What follows belongs to an exercise in optimizing a design on an open flow for small area and a short achievable clock period; a production flow would make more cautious choices.
Only simulation tests tie the RTL to the original design; equivalence was not proved.

## job 5049
Design ce_agu, start of the top module:
module ce_agu (
    input  wire        clk,
    input  wire        rst,         
    input  wire        wr_en,
    input  wire [4:0]  wr_sel,
    input  wire [15:0] wr_data,
    input  wire [4:0]  rd_sel,
    output wire [15:0] rd_data,
    input  wire        x_en,
    input  wire [1:0]  x_k,
    input  wire [15:0] x_disp,
    input  wire        x_upd,
    output wire [15:0] x_ea,
    output wire        x_fault,
    input  wire        y_en,
    input  wire [1:0]  y_k,
    input  wire [15:0] y_disp,
    input  wire        y_upd,
    output wire [15:0] y_ea,
    output wire        y_fault
);
Size: ~530 flip-flops, roughly 120 I/O pins.
clock: 60.0 ns
lec_check: 0
cap_margin: 20
core_margin: 2
core_utilization: 40
slew_margin: 20
standard.sh (not shown) runs the stock make flow with config.mk's settings and CLKGATE_MAP_FILE= SYNTH_SCRIPT=/design/flow/synth_recipe.tcl, a recipe that flattens the netlist after the stock synthesis.
==> flow/flow/run.sh <==
#!/bin/bash
# The standard layout (standard.sh) with these changes:
# - synthesis keeps the design's modules apart until technology mapping and
#   maps each with its own ABC script (abc_hier.tcl); the netlist is then
#   flattened and renamed by synth_recipe.tcl as usual;
# - the port buffers that placement inserts are buf_2 cells;
# - clock tree synthesis uses clkbuf_8 cells, clusters of up to 16 sinks and
#   no dummy loads.
# Every other step and script is ORFS's own.
set -euo pipefail
here=$(pwd)
rm -rf "$here/own_scripts"
cp -r "$FLOW_HOME/scripts" "$here/own_scripts"
sed -i 's|^  log_cmd abc {\*}\$abc_args$|  source $::env(OWN_ABC_DIR)/abc_hier.tcl|' "$here/own_scripts/synth.tcl"
grep -q 'abc_hier.tcl' "$here/own_scripts/synth.tcl"
export OWN_ABC_DIR="$here/flow"
export BUFFER_PORTS_ARGS="-buffer_cell sky130_fd_sc_hd__buf_2"
export CTS_ARGS="-sink_clustering_enable -repair_clock_nets -dont_use_dummy_load -buf_list sky130_fd_sc_hd__clkbuf_8 -sink_clustering_size 16 -sink_clustering_max_diameter 80"
bash standard.sh SCRIPTS_DIR="$here/own_scripts" SYNTH_HIERARCHICAL=1 SYNTH_MINIMUM_KEEP_SIZE=0 \
    synth > "$here/synth.log" 2>&1
bash standard.sh "BUFFER_PORTS_ARGS=$BUFFER_PORTS_ARGS" "CTS_ARGS=$CTS_ARGS" > "$here/layout.log" 2>&1
==> flow/flow/abc_area.script <==
strash
&get -n
&fraig -x
&put
scorr
dc2
strash
&get -n
&dch -f
&nf
&put
buffer -c
topo
stime -c
upsize -c
dnsize -c
==> flow/flow/abc_dvb.script <==
strash
dch
map -D 10000
topo
stime -c
buffer -c
upsize -c
dnsize -c
==> flow/flow/abc_dvf.script <==
strash
dch
map -D 8000
topo
stime -c
buffer -c
upsize -c
dnsize -c
==> flow/flow/abc_fast.script <==
strash
dch
map -D 1500
topo
stime -c
buffer -c
upsize -c
dnsize -c
==> flow/flow/abc_hier.tcl <==
# Sourced by synth.tcl in place of its single abc call. Maps each module of
# the design with its own ABC script: the access module, which lies on the
# paths from inputs to outputs, for least delay; the rest for least area
# (abc_area.script) or for least area under a delay bound (map -D).
set own_dir $::env(OWN_ABC_DIR)
set abc_rest [lrange $abc_args 2 end]
log_cmd abc -script $own_dir/abc_fast.script {*}$abc_rest ce_agu_acc
log_cmd abc -script $own_dir/abc_area.script {*}$abc_rest ce_agu_rd
log_cmd abc -script $own_dir/abc_dvf.script {*}$abc_rest ce_agu_dvf
log_cmd abc -script $own_dir/abc_dvb.script {*}$abc_rest ce_agu_dvb
log_cmd abc -script $own_dir/abc_top.script {*}$abc_rest ce_agu
==> flow/flow/abc_top.script <==
strash
dch
map -D 15000
topo
stime -c
buffer -c
upsize -c
dnsize -c
Job 5049 completed every stage of the flow, and the final layout passed the timing, DRC and antenna checks.
The following lists how job 7967 was set up differently from job 5049:
# job 5049
export LEC_CHECK = 0
export CAP_MARGIN = 20
export CORE_MARGIN = 2
export CORE_UTILIZATION = 40
export SLEW_MARGIN = 20
create_clock -name core_clock -period 60.0 [get_ports {clk}]
# job 7967
export LEC_CHECK = 0
export CAP_MARGIN = 20
export CORE_MARGIN = 2
export CORE_UTILIZATION = 60
export SLEW_MARGIN = 20
create_clock -name core_clock -period 60.0 [get_ports {clk}]
--- a/flow/flow/run.sh
+++ b/flow/flow/run.sh
@@ -5,5 +5,5 @@
 #   flattened and renamed by synth_recipe.tcl as usual;
 # - the port buffers that placement inserts are buf_2 cells;
-# - clock tree synthesis uses clkbuf_8 cells, clusters of up to 16 sinks and
+# - clock tree synthesis uses clkbuf_8 cells, clusters of up to 14 sinks and
 #   no dummy loads.
 # Every other step and script is ORFS's own.
@@ -16,5 +16,5 @@
 export OWN_ABC_DIR="$here/flow"
 export BUFFER_PORTS_ARGS="-buffer_cell sky130_fd_sc_hd__buf_2"
-export CTS_ARGS="-sink_clustering_enable -repair_clock_nets -dont_use_dummy_load -buf_list sky130_fd_sc_hd__clkbuf_8 -sink_clustering_size 16 -sink_clustering_max_diameter 80"
+export CTS_ARGS="-sink_clustering_enable -repair_clock_nets -dont_use_dummy_load -buf_list sky130_fd_sc_hd__clkbuf_8 -sink_clustering_size 14 -sink_clustering_max_diameter 70"
 bash standard.sh SCRIPTS_DIR="$here/own_scripts" SYNTH_HIERARCHICAL=1 SYNTH_MINIMUM_KEEP_SIZE=0 \
     synth > "$here/synth.log" 2>&1
Results
[compare] base=job 5049 new=job 7967: post-CTS resize count now sits at about the same level, boundary pin count was more or less identical, area of the multi-input gates saw little to no change. Job 7967 ended up with a higher met1 track demand over resource in global routing than job 5049 did. As far as net total in the final layout is concerned, job 7967 and job 5049 perform about the same. A launching element of the worst setup path of y_k[0] is what job 5049 shows, while x_k[0] belongs to job 7967. Job 7967 vs. job 5049: routed wire length moved down; fraction of the cycle the final worst path needs moved up; number of instances on the worst hold path moved up; worst setup slack moved down.
What job 7946 does differently from job 7967 at the input level:
# job 7967
export LEC_CHECK = 0
export CAP_MARGIN = 20
export CORE_MARGIN = 2
export CORE_UTILIZATION = 60
export SLEW_MARGIN = 20
create_clock -name core_clock -period 60.0 [get_ports {clk}]
# job 7946
export LEC_CHECK = 0
export CAP_MARGIN = 20
export CORE_MARGIN = 2
export CORE_UTILIZATION = 40
export SLEW_MARGIN = 20
create_clock -name core_clock -period 60.0 [get_ports {clk}]
==> flow/flow/run.sh <==
#!/bin/bash
# The standard layout (standard.sh) with two changes:
# - synthesis keeps the design's modules apart until technology mapping and
#   maps each with its own ABC script (abc_hier.tcl); the netlist is then
#   flattened and renamed by synth_recipe.tcl as usual;
# - the port buffers that placement inserts are buf_2 cells.
# Every other step and script is ORFS's own.
set -euo pipefail
here=$(pwd)
rm -rf "$here/own_scripts"
cp -r "$FLOW_HOME/scripts" "$here/own_scripts"
sed -i 's|^  log_cmd abc {\*}\$abc_args$|  source $::env(OWN_ABC_DIR)/abc_hier.tcl|' "$here/own_scripts/synth.tcl"
grep -q 'abc_hier.tcl' "$here/own_scripts/synth.tcl"
export OWN_ABC_DIR="$here/flow"
export BUFFER_PORTS_ARGS="-buffer_cell sky130_fd_sc_hd__buf_2"
bash standard.sh SCRIPTS_DIR="$here/own_scripts" SYNTH_HIERARCHICAL=1 SYNTH_MINIMUM_KEEP_SIZE=0 \
    synth > "$here/synth.log" 2>&1
bash standard.sh "BUFFER_PORTS_ARGS=$BUFFER_PORTS_ARGS" > "$here/layout.log" 2>&1
==> flow/flow/abc_hier.tcl <==
# Sourced by synth.tcl in place of its single abc call. Maps each module of
# the design with its own ABC script: the access and read-port modules, which
# lie on the paths from inputs to outputs, for least delay; the divider and
# the top module for least area under a looser delay bound.
set own_dir $::env(OWN_ABC_DIR)
set abc_rest [lrange $abc_args 2 end]
log_cmd abc -script $own_dir/abc_fast.script {*}$abc_rest ce_agu_acc ce_agu_rd
log_cmd abc -script $own_dir/abc_dvf.script {*}$abc_rest ce_agu_dvf
log_cmd abc -script $own_dir/abc_dvb.script {*}$abc_rest ce_agu_dvb
log_cmd abc -script $own_dir/abc_top.script {*}$abc_rest ce_agu
removed: flow/flow/abc_area.script
### Flow results
Residual antenna-violating net count after detailed routing: job 7946 vs job 7967 identical
Job 7967 was smaller in final cell area than job 7946.
Job 7946 does worse than job 7967 on routed wire length.
The following lists how job 654 was set up differently from job 7946:
==> flow/flow/run.sh <==
#!/bin/bash
# The standard layout (standard.sh) with these changes:
# - synthesis keeps the design's modules apart until technology mapping and
#   maps each with its own ABC script (abc_hier.tcl); the netlist is then
#   flattened and renamed by synth_recipe.tcl as usual;
# - the port buffers that placement inserts are buf_2 cells;
# - clock tree synthesis uses clkbuf_8 cells, clusters of up to 14 sinks and
#   no dummy loads.
# Every other step and script is ORFS's own.
set -euo pipefail
here=$(pwd)
rm -rf "$here/own_scripts"
cp -r "$FLOW_HOME/scripts" "$here/own_scripts"
sed -i 's|^  log_cmd abc {\*}\$abc_args$|  source $::env(OWN_ABC_DIR)/abc_hier.tcl|' "$here/own_scripts/synth.tcl"
grep -q 'abc_hier.tcl' "$here/own_scripts/synth.tcl"
export OWN_ABC_DIR="$here/flow"
export BUFFER_PORTS_ARGS="-buffer_cell sky130_fd_sc_hd__buf_2"
export CTS_ARGS="-sink_clustering_enable -repair_clock_nets -dont_use_dummy_load -buf_list sky130_fd_sc_hd__clkbuf_8 -sink_clustering_size 14 -sink_clustering_max_diameter 70"
bash standard.sh SCRIPTS_DIR="$here/own_scripts" SYNTH_HIERARCHICAL=1 SYNTH_MINIMUM_KEEP_SIZE=0 \
    synth > "$here/synth.log" 2>&1
bash standard.sh "BUFFER_PORTS_ARGS=$BUFFER_PORTS_ARGS" "CTS_ARGS=$CTS_ARGS" > "$here/layout.log" 2>&1
==> flow/flow/abc_area.script (new file) <==
strash
&get -n
&fraig -x
&put
scorr
dc2
strash
&get -n
&dch -f
&nf
&put
buffer -c
topo
stime -c
upsize -c
dnsize -c
==> flow/flow/abc_hier.tcl <==
# Sourced by synth.tcl in place of its single abc call. Maps each module of
# the design with its own ABC script: the access module, which lies on the
# paths from inputs to outputs, for least delay; the rest for least area
# (abc_area.script) or for least area under a delay bound (map -D).
set own_dir $::env(OWN_ABC_DIR)
set abc_rest [lrange $abc_args 2 end]
log_cmd abc -script $own_dir/abc_fast.script {*}$abc_rest ce_agu_acc
log_cmd abc -script $own_dir/abc_area.script {*}$abc_rest ce_agu_rd
log_cmd abc -script $own_dir/abc_dvf.script {*}$abc_rest ce_agu_dvf
log_cmd abc -script $own_dir/abc_dvb.script {*}$abc_rest ce_agu_dvb
log_cmd abc -script $own_dir/abc_top.script {*}$abc_rest ce_agu
Diff job 7946 -> job 654: effective utilization at floorplan fell 0.16 points, final setup slack of the worst path went up 0.16 ns, post-detailed-placement cell area did not really move.
Standard cell with the maximum stage delay on the critical path = sky130_fd_sc_hd__buf_2: job 7946; standard cell with the maximum stage delay on the critical path = sky130_fd_sc_hd__o22ai_1: job 654

-- port drivers added, routing unchanged --
The flow's constraints put no driver on any port. The routed layouts listed below were extracted and timed again, unchanged, in two steps.
Step 1, drivers: a clkbuf_16 drives clk and a buf_2 each remaining input, both assumed.
Step 2 times the ports against the registers' clock, not the clock port: input delays grow and output delays shrink by t, the midpoint of the rising clock arrivals with the driver on.
a / b / c = no drivers / after step 1 / after step 2; a / b = the first two.
| run | t, ns | setup WS [ns] | slew at the worst register clock pin (ns) |
|---|---|---|---|
| job 5049 | 0.703 | 32.475 / 32.434 / 32.434 | 0.11 / 0.11 |
| job 7967 | 0.716 | 32.319 / 32.176 / 32.176 | 0.10 / 0.10 |
| job 7946 | 0.697 | 32.329 / 32.301 / 32.301 | 0.07 / 0.07 |
| job 654 | 0.716 | 32.493 / 32.454 / 32.454 | 0.11 / 0.11 |
After both steps setup and hold are still met in every run listed. The setup slack of job 7967, which loses most, moves by -0.143 ns with the drivers and by -0.143 ns with both steps.
